What follows belongs to an exercise in optimizing a design on an open flow for small area, a short achievable clock period and few clock cycles per item; a production flow would make more cautious choices.
RTL that was checked went through simulation tests only; none was proved equivalent to the original.
Power is estimated from default activity; no workload was simulated.

==> exp/violet: inputs <==
// steer_hash
module steer_hash (
    input              clk,
    input              rst,         
    input              start,       
    input      [63:0]  in_cfg,      
    input      [639:0] in_key,      
    input      [319:0] in_tkey,     
    output reg         done,        
    output reg [31:0]  hash
);
==> module steer_hash, before the edit <==
module steer_hash (
    input              clk,
    input              rst,         
    input              start,       
    input      [63:0]  in_cfg,      
    input      [639:0] in_key,      
    input      [319:0] in_tkey,     
    output reg         done,        
    output reg [31:0]  hash
);
    localparam [31:0] CRC_POLY = 32'h82F6_3B78;    
    reg         busy;
    reg  [5:0]  seg;           
    reg         en, func;
    reg  [39:0] mask;
    reg  [31:0] crc;
    reg  [31:0] tz;
    reg  [4:0]  nsel;          
    wire [15:0] seg_data = in_key[639 - 16*seg -: 16];
    wire        seg_on   = mask[seg];
    reg  [31:0] crc_next;
    integer     i;
    always @(*) begin
        crc_next = crc;
        for (i = 0; i < 16; i = i + 1) begin
            if (crc_next[0] ^ seg_data[(i < 8) ? (8 + i) : (i - 8)])
                crc_next = (crc_next >> 1) ^ CRC_POLY;
            else
                crc_next = crc_next >> 1;
        end
    end
    wire [319:0] tkey_sh = in_tkey << (16 * nsel);
    reg  [31:0]  tz_next;
    integer      j;
    always @(*) begin
        tz_next = tz;
        for (j = 0; j < 16; j = j + 1)
            if (seg_data[15 - j])
                tz_next = tz_next ^ tkey_sh[319 - j -: 32];
    end
    always @(posedge clk) begin
        if (rst) begin
            busy <= 1'b0;
            done <= 1'b0;
        end else begin
            done <= 1'b0;
            if (!busy) begin
                if (start) begin
                    busy <= 1'b1;
                    seg  <= 6'd0;
                    en   <= in_cfg[63];
                    func <= in_cfg[62];
                    mask <= in_cfg[55:16];
                    crc  <= 32'hFFFF_FFFF;
                    tz   <= 32'd0;
                    nsel <= 5'd0;
                end
            end else begin
                if (seg_on) begin
                    crc  <= crc_next;
                    tz   <= tz_next;
                    nsel <= nsel + 5'd1;
                end
                seg <= seg + 6'd1;
                if (seg == 6'd39) begin
                    busy <= 1'b0;
                    done <= 1'b1;
                    if (!en || (mask == 40'd0))
                        hash <= 32'd0;
                    else if (func)
                        hash <= seg_on ? tz_next : tz;
                    else
                        hash <= ~(seg_on ? crc_next : crc);
                end
            end
        end
    end
endmodule
==> flow/config.mk <==
export PLATFORM = sky130hd
export DESIGN_NAME = steer_hash
export DESIGN_NICKNAME = steer_hash
export VERILOG_FILES = /design/flow/design.v
export SDC_FILE = /design/flow/constraint.sdc
export NUM_CORES = 4
export LEC_CHECK = 0
export CAP_MARGIN = 20
export CORE_AREA = 5 5 375 375
export DIE_AREA = 0 0 380 380
export SLEW_MARGIN = 20
==> flow/constraint.sdc <==
create_clock -name core_clock -period 9.0 [get_ports {clk}]
set_input_delay 1.8000 -clock core_clock [delete_from_list [all_inputs] [get_ports {clk}]]
set_output_delay 1.8000 -clock core_clock [all_outputs]
set_load 0.01 [all_outputs]
run.sh (not shown) runs the stock make flow with config.mk's settings and CLKGATE_MAP_FILE= SYNTH_SCRIPT=/design/flow/synth_recipe.tcl, a recipe that flattens the netlist after the stock synthesis.
==> exp/nickel: changes against exp/violet <==
==> flow/design.v (replaced) <==
module steer_hash (
    input              clk,
    input              rst,         
    input              start,       
    input      [63:0]  in_cfg,      
    input      [639:0] in_key,      
    input      [319:0] in_tkey,     
    output reg         done,        
    output     [31:0]  hash
);
    localparam [31:0] CRC_POLY = 32'h82F6_3B78;    
    function [31:0] crc_col(input integer i);
        reg [31:0] v;
        integer    n;
        begin
            v = 32'd1 << i;
            for (n = 0; n < 16; n = n + 1)
                v = v[0] ? ((v >> 1) ^ CRC_POLY) : (v >> 1);
            crc_col = v;
        end
    endfunction
    reg         busy;
    reg         func;          
    reg  [39:0] rem;           
    reg  [31:0] acc;           
    reg  [17:0] rank;          
    reg  [15:0] kc0, kc1;      
    wire        c_func = start ? in_cfg[62] : func;
    wire [39:0] c_mask = start ? (in_cfg[55:16] & {40{in_cfg[63]}}) : rem;
    wire [31:0] c_acc  = start ? 32'd0 : acc;
    wire [17:0] c_rank = start ? 18'd1 : rank;
    wire [15:0] c_k0   = start ? in_tkey[319:304] : kc0;
    wire [15:0] c_k1   = start ? in_tkey[303:288] : kc1;
    wire [39:0] lower;        
    assign lower[0] = 1'b0;
    genvar g;
    generate
        for (g = 1; g < 40; g = g + 1) begin : g_pre
            assign lower[g] = lower[g-1] | c_mask[g-1];
        end
    endgenerate
    wire [39:0] first = c_mask & ~lower;
    wire        any   = |c_mask;
    wire [39:0] rest  = c_mask & lower;
    reg  [15:0] d;
    reg  [15:0] kc2;           
    integer     s;
    always @(*) begin
        d = 16'd0;
        for (s = 0; s < 40; s = s + 1)
            d = d | (in_key[639 - 16*s -: 16] & {16{first[s]}});
        kc2 = 16'd0;
        for (s = 0; s < 18; s = s + 1)
            kc2 = kc2 | (in_tkey[319 - 16*(s+2) -: 16] & {16{c_rank[s]}});
    end
    wire [46:0] wa = {c_k0, c_k1, kc2[15:1]} & {47{c_func}};
    wire [46:0] wb = wa | {47{~c_func}};
    reg  [15:0] y;
    reg  [31:0] arr;
    reg  [31:0] col;
    integer     j, b, ci;
    always @(*) begin
        arr = 32'd0;
        for (j = 0; j < 16; j = j + 1) begin
            ci   = (j < 8) ? (7 - j) : (23 - j);
            y[j] = d[15-j] ^ (~c_func & ~c_acc[ci]);
            col  = crc_col(ci);
            for (b = 0; b < 32; b = b + 1)
                arr[b] = arr[b] ^ (y[j] & (col[b] ? wb[15-j+b] : wa[15-j+b]));
        end
    end
    wire [31:0] nxt;
    assign nxt[31:16] = arr[31:16] ^ (c_acc[31:16] | {16{~c_func}});
    assign nxt[15:0]  = arr[15:0]  ^ (c_func ? c_acc[15:0] : c_acc[31:16]);
    always @(posedge clk) begin
        if (rst) begin
            busy <= 1'b0;
            done <= 1'b0;
        end else begin
            done <= 1'b0;
            if (start || busy) begin
                busy <= |rest;
                done <= ~|rest;
            end
        end
        if (start || busy) begin
            func <= c_func;
            rem  <= rest;
            acc  <= any ? nxt : c_acc;
            rank <= any ? {c_rank[16:0], 1'b0} : c_rank;
            kc0  <= any ? c_k1 : c_k0;
            kc1  <= any ? kc2  : c_k1;
        end
    end
    assign hash = acc;
endmodule
==> comparison <==
exp/nickel ran to the end with no violations. exp/violet passed the timing, DRC and antenna checks.
Against exp/violet, the critical path depth of exp/nickel is higher by 3.
Register-to-register slack: exp/nickel is better than exp/violet (1000 ps).
Against exp/violet, the via count of exp/nickel is larger by 11%.
In exp/nickel the clock skew is lower than in exp/violet, by 6.1 ps.
In exp/violet the fmax is larger than in exp/nickel, by about 11%.
Against exp/nickel, the first-iteration DRC count of exp/violet is smaller by about 35%.
In combinational power, exp/violet is at 2.6 times the value of exp/nickel.
Global-route usage: exp/nickel is higher than exp/violet (7.5 points).
Power: exp/nickel is smaller than exp/violet (about 55%).
Core utilization: exp/nickel is lower than exp/violet (3.5 points).
==> figures <==
quantity                                                                             exp/nickel               exp/violet
R2r endpoint                                                                  acc[20]$_DFFE_PN_    hash[4]$_SDFFCE_PP0P_
Clock buf count                                                                              17                       20
Proportion of power drawn by flip-flops and latches                                       13.1%                     5.8%
Final-layout worst hold slack                                                            595 ps                   598 ps
Normalized max-slew margin                                                                14.9%                    27.5%
Maximum net fanout on the critical path                                                      68                       20
Worst endpoint data arrival time                                                        8470 ps                  7590 ps
Clock network power                                                                    0.782 mW                 0.773 mW
Largest stage delay on the critical path                                                 860 ps                   870 ps
Routability cong.                                                                          1.04                    0.944
Outcome                                                                          finished clean           finished clean
Most common cell in the netlist                                        sky130_fd_sc_hd__nand2_1  sky130_fd_sc_hd__nor2_1
Areal power density over the cells                                                  234 nW/um^2              465 nW/um^2
Core Util, Final                                                                          27.3%                    30.8%
Cell total after placement                                                                 5863                     5681
Parity-gate share of the synthesized area counting xor and xnor cells                     19.4%                    23.6%
Count of flip-flops and latches                                                             124                      151
Non-filler instance count after layout                                                     5949                     5742
Worst setup path startpoint                                                               start     seg[2]$_SDFFCE_PN0P_
Fraction of area in registers                                                             9.99%                    10.8%
Multi-input logic portion of the cell area                                                49.3%                    55.2%
Critical path startpoint category                                                    input port                flip-flop
Testbench counts of exp/violet, summed over its fixed seeds: cycles 196,800, hashes 4,800.
For exp/nickel, only the layout was checked, not whether the RTL still works.

[static timing again, ports no longer ideal]
No port has a modelled driver above. Below, the same layouts with a new extraction and two added sets of constraints. Step 1 assumes that a clkbuf_16 drives the clock port and a buf_2 every other input. Step 2 adds t to the input delays and takes it off the output delays; t is the mean of the earliest and latest rising clock arrival at the registers after step 1. Input paths then give back, and output paths get back, about the clock's delay inside the block. Three values: ideal, step 1, step 2; two values: the first two.
run	t (ns)	setup WS [ns]	latest minus earliest clock arrival (ns)	slew at the worst register clock pin (ns)	pins driven straight from the clock port
exp/violet	0.576	1.662 / 1.662 / 1.384	0.029 / 0.029	0.09 / 0.09	1
exp/nickel	0.569	0.872 / 0.901 / 0.332	0.023 / 0.023	0.09 / 0.09	1
After both steps every run listed still meets setup and hold. The setup slack of exp/nickel, which loses most, moves by +0.029 ns with the drivers and by -0.540 ns with both steps.
